Background: an optimization exercise with open tools, aiming at small area and a short achievable clock period. Do not read the settings as production practice.

== run P ==
==> module lc8b10b_slot, before the edit <==
module lc8b10b_slot (
    input  wire         clk,
    input  wire         rst,         
    input  wire         in_valid,
    input  wire         in_entry,    
    input  wire [159:0] in_sym,
    output wire         out_valid,
    output reg  [159:0] out_sym,     
    output reg  [127:0] out_data,    
    output reg  [15:0]  out_k,       
    output reg  [15:0]  out_err      
);
  reg [159:0] r_nsym;                 
  wire [159:0] r_sym = ~r_nsym;
  reg [15:0]  r_err, r_okn, r_dfl;
  reg         r_valid;
  reg         st_n, st_p, st_t;
  assign out_valid = r_valid;
  wire [15:0]  okn, okp, gn, gp, dfl;    
  wire [127:0] byt;                 
  wire [15:0]  kk, a6, mfj, mgh;
  genvar g;
  generate
    for (g = 0; g < 16; g = g + 1) begin : sym
      lc_rx_sym rx (.w(in_sym[10*g +: 10]), .okn(okn[g]), .okp(okp[g]), .gn(gn[g]), .gp(gp[g]),
                    .dfl(dfl[g]));
      lc_tx_sym tx (.w(r_sym[10*g +: 10]), .byt(byt[8*g +: 8]), .kk(kk[g]),
                    .a6(a6[g]), .mfj(mfj[g]), .mgh(mgh[g]));
    end
  endgenerate
  reg [15:0] gn2, gp2, qn, qp, ft, qt;    
  reg [15:0] pn, pp;                      
  reg [15:0] bad;
  reg        sn, sp, t0;
  reg [9:0]  w, msk;
  reg        nw;
  reg [159:0] sym_n;
  integer    i, l, m;
  always @* begin
    gn2 = gn;
    gp2 = gp;
    for (l = 0; l < 4; l = l + 1) begin
      qn = gn2;
      qp = gp2;
      for (i = 0; i < 16; i = i + 1)
        if ((i >> l) & 1) begin
          m = ((i >> l) << l) - 1;
          gn2[i] = qn[i] | (~qp[i] & qn[m]);
          gp2[i] = qp[i] | (~qn[i] & qp[m]);
        end
    end
    sn = st_n & ~in_entry;
    sp = st_p & ~in_entry;
    pn = {gn2[14:0] | (~gp2[14:0] & {15{sn}}), sn};
    pp = {gp2[14:0] | (~gn2[14:0] & {15{sp}}), sp};
    for (i = 0; i < 16; i = i + 1) begin
      bad[i] = ~((~pp[i] & okn[i]) | (~pn[i] & okp[i]));
      sym_n[10*i +: 10] = bad[i] ? 10'b0001011110 : in_sym[10*i +: 10];
    end
  end
  always @* begin
    ft = r_dfl;    
    for (l = 0; l < 4; l = l + 1) begin
      qt = ft;
      for (i = 0; i < 16; i = i + 1)
        if (i >= (1 << l))
          ft[i] = qt[i] ^ qt[i - (1 << l)];
    end
    t0 = st_t;
    for (i = 0; i < 16; i = i + 1) begin
      out_err[i] = r_err[i];
      out_k[i]   = kk[i];
      out_data[8*i +: 8] = byt[8*i +: 8];
      w   = r_sym[10*i +: 10];
      msk = {mfj[i], mgh[i], mgh[i], mfj[i], {6{a6[i]}}};
      if (i == 0)
        nw = ~(t0 ^ r_okn[i]);
      else
        nw = ~(ft[i-1] ^ (t0 ^ r_okn[i]));
      out_sym[10*i +: 10] = w ^ (msk & {10{nw}});
    end
  end
  always @(posedge clk) begin
    r_nsym  <= ~sym_n;
    r_err   <= bad;
    r_okn   <= okn | bad;
    r_dfl   <= dfl & ~bad;    
    if (rst) begin
      r_valid <= 1'b0;
      st_n    <= 1'b0;
      st_p    <= 1'b0;
      st_t    <= 1'b0;
    end else begin
      r_valid <= in_valid;
      if (in_valid) begin
        st_n <= gn2[15] | (~gp2[15] & sn);
        st_p <= gp2[15] | (~gn2[15] & sp);
      end
      if (in_valid & in_entry)
        st_t <= 1'b0;
      else if (r_valid)
        st_t <= t0 ^ ft[15];
    end
  end
endmodule
export LEC_CHECK = 0
export CAP_MARGIN = 20
export CORE_MARGIN = 2
export CORE_UTILIZATION = 40
export CTS_BUF_LIST = sky130_fd_sc_hd__clkbuf_4
export CTS_CLUSTER_SIZE = 20
export PLACE_DENSITY = 0.85
export SLEW_MARGIN = 20
export TNS_END_PERCENT = 20
create_clock -name core_clock -period 175.0 [get_ports {clk}]
standard.sh (not shown) runs the stock make flow with config.mk's settings and CLKGATE_MAP_FILE= SYNTH_SCRIPT=/design/flow/synth_recipe.tcl, a recipe that flattens the netlist after the stock synthesis.
==> flow/flow/run.sh <==
#!/bin/bash
# The standard layout (standard.sh), with four changes to how it is made:
# - synthesis maps with ABC's &nf mapper (flow/abc_map.script) instead of
#   ORFS's script, through flow/synth.tcl, which is synth_recipe.tcl with only
#   the ABC script swapped;
# - no full/half-adder extraction before ABC (ADDER_MAP_FILE empty);
# - ports are buffered with sky130_fd_sc_hd__buf_1;
# - ORFS's timing repair aims for 136.3 ns of setup slack (SETUP_SLACK_MARGIN)
#   instead of 0, so it sizes the slowest paths of this design up. The clock,
#   its period and all constraints are the standard flow's own, unchanged.
# Each tool's output goes to the ORFS logs under orfs/logs; make's own output
# to flow_make.log here.
set -euo pipefail
W=$(pwd)
export FLOW_ABC_SCRIPT=$W/flow/abc_map.script
bash standard.sh "SYNTH_SCRIPT=$W/flow/synth.tcl" "ADDER_MAP_FILE=" \
  "BUFFER_PORTS_ARGS=-buffer_cell sky130_fd_sc_hd__buf_1" SETUP_SLACK_MARGIN=136.3 finish > flow_make.log 2>&1
test -s out/final.def
==> flow/flow/abc_map.script <==
strash; &get -n; &nf -R 1000; &put; topo; stime -c
==> flow/flow/synth.tcl <==
# The standard flow's synthesis script (synth_recipe.tcl) with ABC's mapping script replaced
# by the one named in FLOW_ABC_SCRIPT.
proc synth {args} { yosys synth -nofsm -noshare {*}$args }
proc abc {args} {
  set i [lsearch -exact $args -script]
  if { $i >= 0 } { lset args [expr {$i + 1}] $::env(FLOW_ABC_SCRIPT) }
  yosys abc {*}$args
}
source $::env(SCRIPTS_DIR)/synth.tcl
# left out here: clear keep_hierarchy, flatten, clean up, hide names made inside functions, write 1_2_yosys.v
What run E does differently from run P at the input level:
--- a/flow/design.v
+++ b/flow/design.v
@@ -39,12 +39,12 @@
   always @* begin
     gn2 = gn;
     gp2 = gp;
-    for (l = 0; l < 4; l = l + 1) begin
+    for (l = 0; l < 4; l = l + 1) begin    
       qn = gn2;
       qp = gp2;
       for (i = 0; i < 16; i = i + 1)
-        if ((i >> l) & 1) begin
-          m = ((i >> l) << l) - 1;
+        if (i >= (1 << l)) begin
+          m = i - (1 << l);
           gn2[i] = qn[i] | (~qp[i] & qn[m]);
           gp2[i] = qp[i] | (~qn[i] & qp[m]);
         end
--- outcome ---
Post-route clock period utilization essentially unchanged between run P and run E. Relative to run P, count of plain and timing-repair buffers decreased by 0.41% in run E. Relative area change from synthesis to final layout: run P vs run E, no meaningful difference. Relative to run P, synthesized net count has gone up in run E. Inserted tap cell count was lower in the run labelled run P.
No run of this note included a check of the RTL's function; only the layout flow was run.

==> afterwards: timing with drivers on the ports <==
The results above use ideal ports. As a check the final layouts listed here were re-extracted and re-timed, cells and wires unchanged.
Step 1 sets driving cells, clkbuf_16 on the clock port and buf_2 on the other inputs (assumed; they add their load-dependent delay and slew).
Step 2 times the ports against the registers' clock, not the clock port: input delays grow and output delays shrink by t, the midpoint of the rising clock arrivals with the driver on.
a / b / c = ideal / step 1 / step 2; a / b = the first two.
| run | t, ns | setup WS [ns] | worst data-port slew with drivers (ns) | pins driven straight from the clock port |
|---|---|---|---|---|
| run P | 0.833 | 136.292 / 136.240 / 135.839 | 0.11 | 1 |
| run E | 0.811 | 136.391 / 136.341 / 135.651 | 0.10 | 1 |
After both steps setup and hold are still met in every run listed. The setup slack of run E, which loses most, moves by -0.050 ns with the drivers and by -0.740 ns with both steps.
